This is an optimization exercise on Yosys and OpenROAD, whose aim is small area, a short achievable clock period and few clock cycles, not a production implementation. In this exercise RTL edits were held to simulation tests only and were not proved equivalent to the original.

==> garnet: inputs <==
==> flow/design.v <==
module cvu_crc_engine (
    input  wire        clk,
    input  wire        rst,
    output wire        ready,
    input  wire        start,
    input  wire [3:0]  preset,
    input  wire [6:0]  width,
    input  wire [63:0] poly,
    input  wire [63:0] init,
    input  wire [63:0] xorout,
    input  wire        refin,
    input  wire        refout,
    input  wire [24:0] length,
    input  wire [7:0]  control,
    input  wire [7:0]  checker_sel,
    input  wire [31:0] alive_ofs,
    input  wire [63:0] seed,
    input  wire [63:0] expect_val,
    output wire        in_ready,
    input  wire        in_valid,
    input  wire [31:0] in_data,
    input  wire        in_err,
    input  wire        alive_clr,
    input  wire [5:0]  alive_clr_id,
    output wire        done,
    output wire [63:0] result,
    output wire [7:0]  status,
    output wire [7:0]  alive
);
    localparam S_OK       = 3'd0;
    localparam S_MISMATCH = 3'd1;
    localparam S_REPEAT   = 3'd2;
    localparam S_STALE    = 3'd3;
    localparam S_FIELD    = 3'd4;
    localparam S_MEMORY   = 3'd6;
    integer i, j, n, k;
    function [63:0] rev64(input [63:0] x);
        integer q;
        for (q = 0; q < 64; q = q + 1) rev64[q] = x[63 - q];
    endfunction
    function [7:0] rev8(input [7:0] x);
        integer q;
        for (q = 0; q < 8; q = q + 1) rev8[q] = x[7 - q];
    endfunction
    reg        busy;        
    reg        rdy;         
    reg        st1, st2, st3;   
    reg        eok;         
    reg        fe;          
    reg        inr;         
    reg        allin;       
    reg        memerr;
    reg [3:0]  d_pre;
    reg [6:0]  d_w;         
    reg        d_ri, d_ro;
    reg [4:0]  d_ctl;       
    reg [5:0]  d_chk;
    reg        rsv;         
    reg [63:0] seed_r;      
    reg [22:0] cnt;         
    reg        tl;          
    reg [1:0]  pad;         
    reg [22:0] oc;          
    reg [1:0]  ob;          
    reg        o_hi;        
    reg [3:0]  ctr;
    reg        d_refin, d_refl;
    reg [63:0] crc;         
    reg [31:8] extra;       
    reg [63:0] pal;         
    reg [31:0] gs;          
    reg [63:0] ev;          
    reg [31:0] wd;          
    reg        wv;
    reg [31:8] prev;        
    reg        chk_valid_r;
    reg [3:0]  chk_last_r;
    reg        upd;
    reg        clr_q;
    reg [5:0]  clr_id_q;
    reg [63:0] chk_valid;
    reg [3:0]  chk_last [0:63];
    reg        done_r;
    reg [63:0] result_r;    
    reg [2:0]  status_r;
    reg [3:0]  alive_hi;
    reg [1:0]  alive_lo;
    assign ready    = rdy;
    assign in_ready = inr;
    assign done     = done_r;
    assign result   = result_r;
    assign status   = {5'd0, status_r};
    assign alive    = {alive_hi, 2'b00, alive_lo};
    wire c_check    = d_ctl[0];
    wire c_seed_en  = d_ctl[1];
    wire c_partial  = d_ctl[2];
    wire c_alive_lo = d_ctl[3];
    wire c_alive_en = d_ctl[4];
    reg        p_is;
    reg [6:0]  p_w;
    reg [63:0] p_pal, p_init, p_xorout;
    reg        p_refin, p_refout;
    wire [8:1] pd;
    genvar gp;
    generate
        for (gp = 1; gp <= 8; gp = gp + 1) begin : g_pd
            assign pd[gp] = (d_pre == gp);
        end
    endgenerate
    always @(*) begin
        p_is     = |pd;
        p_w      = ({7{pd[1]}} & 7'd32) | ({7{pd[2]}} & 7'd16) | ({7{pd[3]}} & 7'd32) |
                   ({7{pd[4]}} & 7'd64) | ({7{pd[5]}} & 7'd8)  | ({7{pd[6]}} & 7'd15) |
                   ({7{pd[7]}} & 7'd3)  | ({7{pd[8]}} & 7'd24);
        p_pal    = ({64{pd[1]}} & (64'h1EDC6F41 << 32)) | ({64{pd[2]}} & (64'h1021 << 48)) |
                   ({64{pd[3]}} & (64'h04C11DB7 << 32)) | ({64{pd[4]}} & 64'h42F0E1EBA9EA3693) |
                   ({64{pd[5]}} & (64'h2F << 56))       | ({64{pd[6]}} & (64'h4599 << 49)) |
                   ({64{pd[7]}} & (64'h3 << 61))        | ({64{pd[8]}} & (64'h864CFB << 40));
        p_init   = ({64{pd[1] | pd[3]}} & 64'hFFFFFFFF) | ({64{pd[2]}} & 64'hFFFF) |
                   ({64{pd[4]}} & 64'hFFFFFFFFFFFFFFFF) | ({64{pd[5]}} & 64'hFF) |
                   ({64{pd[8]}} & 64'hB704CE);
        p_xorout = ({64{pd[1] | pd[3]}} & 64'hFFFFFFFF) | ({64{pd[4]}} & 64'hFFFFFFFFFFFFFFFF) |
                   ({64{pd[5]}} & 64'hFF) | ({64{pd[7]}} & 64'h7);
        p_refin  = pd[1] | pd[3] | pd[4];
        p_refout = pd[1] | pd[3] | pd[4];
    end
    wire [6:0] w_eff = p_is ? p_w : d_w;
    wire [63:0] sh_in  = st1 ? pal : st2 ? crc : st3 ? ev : rev64(crc);
    wire [63:0] sh_out = d_w[6] ? sh_in : ({sh_in[62:0], 1'b0} << (~d_w[5:0]));
    wire [95:0] sv96   = {sh_out, 32'd0} >> {pad, 3'b000};
    reg [31:0] v, tt;
    reg [63:0] crc_step;
    always @(*) begin
        v = crc[63:32] ^ wd;        
        for (j = 0; j < 32; j = j + 1) begin
            tt[31 - j] = 1'b0;
            for (i = 0; i <= j; i = i + 1)
                tt[31 - j] = tt[31 - j] ^ (gs[j - i] & v[31 - i]);
        end
        crc_step = {crc[31:0], extra, 8'd0};
        for (j = 0; j < 32; j = j + 1)
            crc_step = crc_step ^ ({64{tt[31 - j]}} & (pal << (31 - j)));
    end
    reg [31:0] ff, gg, hh, gn;
    always @(*) begin
        ff[0] = 1'b1;
        for (k = 1; k < 32; k = k + 1) ff[k] = pal[64 - k];
        gg = 32'd1;
        for (n = 1; n < 32; n = n * 2) begin
            hh = 32'd0;
            for (i = 0; i < n; i = i + 1) hh[2 * i] = gg[i];
            gn = gg;                
            for (k = n; k < 2 * n; k = k + 1)
                for (i = 0; i <= k; i = i + 2)
                    gn[k] = gn[k] ^ (ff[k - i] & hh[i]);
            gg = gn;
        end
    end
    reg [63:0] hi_mask;     
    always @(*) begin
        for (i = 0; i < 64; i = i + 1)
            hi_mask[i] = (w_eff <= i);
    end
    wire [1:0]  len10  = 2'd0 - pad;
    wire        ofs_ge = o_hi || ({oc, ob} >= {cnt, len10});
    wire        fe_now = rsv || ((seed_r & hi_mask) != 64'd0) ||
                         ((ev & hi_mask) != 64'd0) || (c_alive_en && ofs_ge);
    wire [63:0] x_eff  = c_partial ? 64'd0 : p_is ? p_xorout : result_r;
    wire take    = in_valid & inr;
    wire last_bt = (cnt == 23'd0) | ((cnt == 23'd1) & ~tl);
    reg [7:0]  wb [0:3];
    reg [31:0] wnew;
    always @(*) begin
        for (k = 0; k < 4; k = k + 1) begin
            case (pad)
                2'd0: wb[k] = in_data[8*k +: 8];
                2'd1: wb[k] = (k < 1) ? prev[8*(3+k) +: 8] : in_data[8*(k-1) +: 8];
                2'd2: wb[k] = (k < 2) ? prev[8*(2+k) +: 8] : in_data[8*(k-2) +: 8];
                default: wb[k] = (k < 3) ? prev[8*(1+k) +: 8] : in_data[8*(k-3) +: 8];
            endcase
            wnew[31 - 8*k -: 8] = d_refin ? rev8(wb[k]) : wb[k];
        end
    end
    wire [7:0] ctr_byte = in_data[8*ob +: 8];
    wire [3:0] ctr_in   = c_alive_lo ? ctr_byte[3:0] : ctr_byte[7:4];
    wire [63:0] res_val = (d_refl ? rev64(crc) : rev64(sh_out)) ^ result_r;
    wire mism        = c_check & (crc != ev);
    wire [3:0] delta = ctr - chk_last_r;
    wire fin_fe  = st2 & fe;
    wire fin_mem = busy & memerr;
    wire fin_ok  = busy & eok & allin & ~wv & ~memerr;
    wire upd_ok  = ~mism & c_alive_en & (~chk_valid_r | (delta != 4'd0 & ~delta[3]));
    wire [22:0] cnt_dec = (cnt == 23'd0) ? cnt : cnt - 23'd1;
    always @(posedge clk) begin
        if (rst) begin
            busy   <= 1'b0;
            rdy    <= 1'b1;
            st1    <= 1'b0;
            st2    <= 1'b0;
            st3    <= 1'b0;
            eok    <= 1'b0;
            inr    <= 1'b0;
            allin  <= 1'b0;
            wv     <= 1'b0;
            memerr <= 1'b0;
            upd    <= 1'b0;
            done_r <= 1'b0;
            clr_q  <= 1'b0;
            chk_valid <= 64'd0;
        end else begin
            st1    <= start & ~busy;
            st2    <= st1;
            st3    <= st2 & ~fe;
            clr_q  <= alive_clr;
            wv     <= take;
            upd    <= fin_ok & upd_ok;
            done_r <= fin_fe | fin_mem | fin_ok;
            if (~busy)    eok <= 1'b0;
            else if (st3) eok <= 1'b1;
            if (start & ~busy) begin
                busy <= 1'b1;
                rdy  <= 1'b0;
            end else if (fin_fe | fin_mem | fin_ok) begin
                busy <= 1'b0;
                rdy  <= 1'b1;
            end
            if (~busy | fin_mem)    memerr <= 1'b0;
            else if (take & in_err) memerr <= 1'b1;
            if (st1) begin
                inr   <= ((cnt != 23'd0) | tl) & ~fe_now;
                allin <= (cnt == 23'd0) & ~tl;
            end else if (take & (in_err | last_bt)) begin
                inr   <= 1'b0;
                allin <= 1'b1;
            end
            if (upd)
                chk_valid[d_chk] <= 1'b1;
            if (clr_q)
                chk_valid[clr_id_q] <= 1'b0;
        end
    end
    always @(posedge clk) begin
        wd          <= wnew;
        seed_r      <= seed;
        gs          <= gg;          
        chk_valid_r <= chk_valid[d_chk];
        chk_last_r  <= chk_last[d_chk];
        clr_id_q    <= alive_clr_id;
        if (upd)
            chk_last[d_chk] <= ctr;
        if (~busy) begin
            d_pre     <= preset;
            d_w       <= width;
            d_ri      <= refin;
            d_ro      <= refout;
            d_ctl     <= control[4:0];
            d_chk     <= checker_sel[5:0];
            rsv       <= (control[7:6] != 2'b00) || (checker_sel[7:6] != 2'b00);
            tl        <= (length[1:0] != 2'd0);
            pad       <= 2'd0 - length[1:0];
            ob        <= alive_ofs[1:0];
            o_hi      <= (alive_ofs[31:25] != 7'd0);
        end else if (st1) begin
            if (p_is) d_w <= p_w;
        end else if (take & (cnt == 23'd0)) begin
            tl <= 1'b0;
        end
        if (st1) begin
            d_refin <= p_is ? p_refin : d_ri;
            d_refl  <= (p_is ? p_refout : d_ro) & ~c_partial;
            fe      <= fe_now;
        end
        if (~busy) begin
            cnt  <= length[24:2];
            oc   <= alive_ofs[24:2];
            prev <= 24'd0;
        end else if (take) begin
            cnt  <= cnt_dec;
            oc   <= oc - 23'd1;
            prev <= in_data[31:8];
        end
        if (take & (oc == 23'd0))
            ctr <= ctr_in;
        if (~busy)    pal <= poly;
        else if (st1) pal <= p_is ? p_pal : sh_out;
        if (~busy)
            crc <= init;
        else if (st1) begin
            if (c_seed_en)  crc <= seed_r;
            else if (p_is)  crc <= p_init;
        end else if (st2)
            crc <= sv96[95:32];
        else if (wv)
            crc <= crc_step;
        if (st2)      extra <= sv96[31:8];
        else if (wv)  extra <= 24'd0;
        if (~busy)    ev <= expect_val;
        else if (st1) ev <= ev ^ x_eff;
        else if (st3) ev <= d_refl ? rev64(ev) : sh_out;
        if (~busy)
            result_r <= xorout;
        else if (st1)
            result_r <= x_eff;
        else if (fin_fe | fin_mem)
            result_r <= 64'd0;
        else if (fin_ok)
            result_r <= res_val;
        if (fin_fe | fin_mem) begin
            status_r <= fin_fe ? S_FIELD : S_MEMORY;
            alive_hi <= 4'd0;
            alive_lo <= 2'd0;
        end else if (fin_ok) begin
            alive_hi <= c_alive_en ? ctr : 4'd0;
            if (mism) begin
                status_r <= S_MISMATCH;
                alive_lo <= 2'd0;
            end else if (!c_alive_en) begin
                status_r <= S_OK;
                alive_lo <= 2'd0;
            end else if (!chk_valid_r || delta == 4'd1) begin
                status_r <= S_OK;
                alive_lo <= 2'd1;
            end else if (delta == 4'd0) begin
                status_r <= S_REPEAT;
                alive_lo <= 2'd3;
            end else if (delta[3] == 1'b0) begin
                status_r <= S_OK;
                alive_lo <= 2'd2;
            end else begin
                status_r <= S_STALE;
                alive_lo <= 2'd3;
            end
        end
    end
endmodule
==> flow/flow/run.sh <==
#!/bin/bash
set -euo pipefail
bash standard.sh SETUP_SLACK_MARGIN=16 MATCH_CELL_FOOTPRINT=0 finish > flow_make.log 2>&1
==> flow/standard.sh <==
#!/bin/bash
# synth_recipe.tcl (not shown) runs the flow's synth.tcl, then flattens the netlist and writes it again
# the make line also repeats each setting of config.mk as NAME=value (left out here)
make -C /OpenROAD-flow-scripts/flow DESIGN_CONFIG=/design/flow/config.mk WORK_HOME=/design/flow/orfs CLKGATE_MAP_FILE= SYNTH_SCRIPT=/design/flow/synth_recipe.tcl "${@:-finish}"
==> flow/config.mk <==
export PLATFORM = sky130hd
export DESIGN_NAME = cvu_crc_engine
export DESIGN_NICKNAME = cvu_crc_engine
export VERILOG_FILES = /design/flow/design.v
export SDC_FILE = /design/flow/constraint.sdc
export NUM_CORES = 4
export LEC_CHECK = 0
export CAP_MARGIN = 20
export CORE_MARGIN = 2
export CORE_UTILIZATION = 30
export SETUP_SLACK_MARGIN = 0.5
export SLEW_MARGIN = 20
==> flow/constraint.sdc <==
create_clock -name core_clock -period 22.0 [get_ports {clk}]
set_input_delay 4.4000 -clock core_clock [delete_from_list [all_inputs] [get_ports {clk}]]
set_output_delay 4.4000 -clock core_clock [all_outputs]
set_load 0.01 [all_outputs]
==> harbor (differences from garnet) <==
--- a/flow/design.v
+++ b/flow/design.v
@@ -58,3 +58,3 @@
     reg        rsv;         
-    reg [63:0] seed_r;      
+    reg [63:48] seed_hi;    
     reg [22:0] cnt;         
@@ -72,3 +72,3 @@
     reg [63:0] ev;          
-    reg [31:0] wd;          
+    reg [31:0] vr;          
     reg        wv;
@@ -127,3 +127,5 @@
     wire [6:0] w_eff = p_is ? p_w : d_w;
-    wire [63:0] sh_in  = st1 ? pal : st2 ? crc : st3 ? ev : rev64(crc);
+    wire        sh_fin = ~(st1 | st2 | st3);
+    wire [63:0] sh_in  = ({64{st1}} & pal) | ({64{st2}} & crc) | ({64{st3}} & ev) |
+                         ({64{sh_fin}} & rev64(crc));
     wire [63:0] sh_out = d_w[6] ? sh_in : ({sh_in[62:0], 1'b0} << (~d_w[5:0]));
@@ -133,3 +135,3 @@
     always @(*) begin
-        v = crc[63:32] ^ wd;        
+        v = vr;                     
         for (j = 0; j < 32; j = j + 1) begin
@@ -165,2 +167,3 @@
     wire        ofs_ge = o_hi || ({oc, ob} >= {cnt, len10});
+    wire [63:0] seed_r = {seed_hi, extra, prev};
     wire        fe_now = rsv || ((seed_r & hi_mask) != 64'd0) ||
@@ -242,4 +245,3 @@
     always @(posedge clk) begin
-        wd          <= wnew;
-        seed_r      <= seed;
+        seed_hi     <= seed[63:48];
         gs          <= gg;          
@@ -275,2 +277,4 @@
             oc   <= alive_ofs[24:2];
+            prev <= seed[23:0];
+        end else if (st1) begin
             prev <= 24'd0;
@@ -285,3 +289,8 @@
         else if (st1) pal <= p_is ? p_pal : sh_out;
-        if (~busy)
+        vr <= (wv ? crc_step[63:32] : st2 ? sv96[95:64] : crc[63:32]) ^ wnew;
+        if (wv)
+            crc <= crc_step;
+        else if (st2)
+            crc <= sv96[95:32];
+        else if (~busy)
             crc <= init;
@@ -290,8 +299,6 @@
             else if (p_is)  crc <= p_init;
-        end else if (st2)
-            crc <= sv96[95:32];
-        else if (wv)
-            crc <= crc_step;
-        if (st2)      extra <= sv96[31:8];
-        else if (wv)  extra <= 24'd0;
+        end
+        if (wv)         extra <= 24'd0;
+        else if (st2)   extra <= sv96[31:8];
+        else if (~busy) extra <= seed[47:24];
         if (~busy)    ev <= expect_val;
@@ -299,3 +306,7 @@
         else if (st3) ev <= d_refl ? rev64(ev) : sh_out;
-        if (~busy)
+        if (fin_ok)
+            result_r <= res_val;
+        else if (fin_fe | fin_mem)
+            result_r <= 64'd0;
+        else if (~busy)
             result_r <= xorout;
@@ -303,6 +314,2 @@
             result_r <= x_eff;
-        else if (fin_fe | fin_mem)
-            result_r <= 64'd0;
-        else if (fin_ok)
-            result_r <= res_val;
         if (fin_fe | fin_mem) begin
==> flow/flow/run.sh (replaced) <==
#!/bin/bash
# Layout flow: the standard layout (standard.sh runs the standard
# synthesis and the ORFS steps unchanged) with three settings changed:
#  - timing repair aims at a setup slack of 16.5 ns instead of 0.5 ns, so it
#    keeps shortening paths after the 22 ns clock is met;
#  - repair may swap a cell for one with another footprint;
set -euo pipefail
bash standard.sh SETUP_SLACK_MARGIN=16.5 MATCH_CELL_FOOTPRINT=0 \
    "BUFFER_PORTS_ARGS=-buffer_cell sky130_fd_sc_hd__buf_1" finish > flow_make.log 2>&1
==> comparison <==
Critical path depth: garnet is higher than harbor (15). Between harbor and garnet, the lower register-to-register slack is in garnet (gap 0.38 ns). Between garnet and harbor, the lower first-iteration DRC count is in garnet (gap about 22%, measured against harbor). Worst hold slack: garnet is worse than harbor (0.011 ns). In garnet the fmax is smaller than in harbor, by about 5%. Clock-buffer cell count: garnet is higher than harbor (1).
Testbench counts of garnet, summed over its fixed seeds: cycles 129,731.
Testbench counts of harbor, summed over its fixed seeds: cycles 129,731.

afterwards: timing with drivers on the ports:
The flow's constraints put no driver on any port. The routed layouts listed below were extracted and timed again, unchanged, in two steps.
Step 1 assumes that a clkbuf_16 drives the clock port and a buf_2 every other input.
Step 2 moves the port delays by t, midway between the first and last clock arrival at a register: inputs arrive t later, outputs are due t later. That takes back most of the time a late clock gives input paths.
a / b / c = ideal ports / drivers / drivers and shift; a / b = the first two.
run | shift t [ns] | setup slack, ns | worst setup path after step 2
garnet | 0.885 | 15.823 / 15.823 / 15.429 | input to register
harbor | 0.871 | 16.130 / 16.040 / 15.792 | input to register
After both steps setup and hold are still met in every run listed. The setup slack of garnet, which loses most, moves by 0.000 ns with the drivers and by -0.394 ns with both steps.
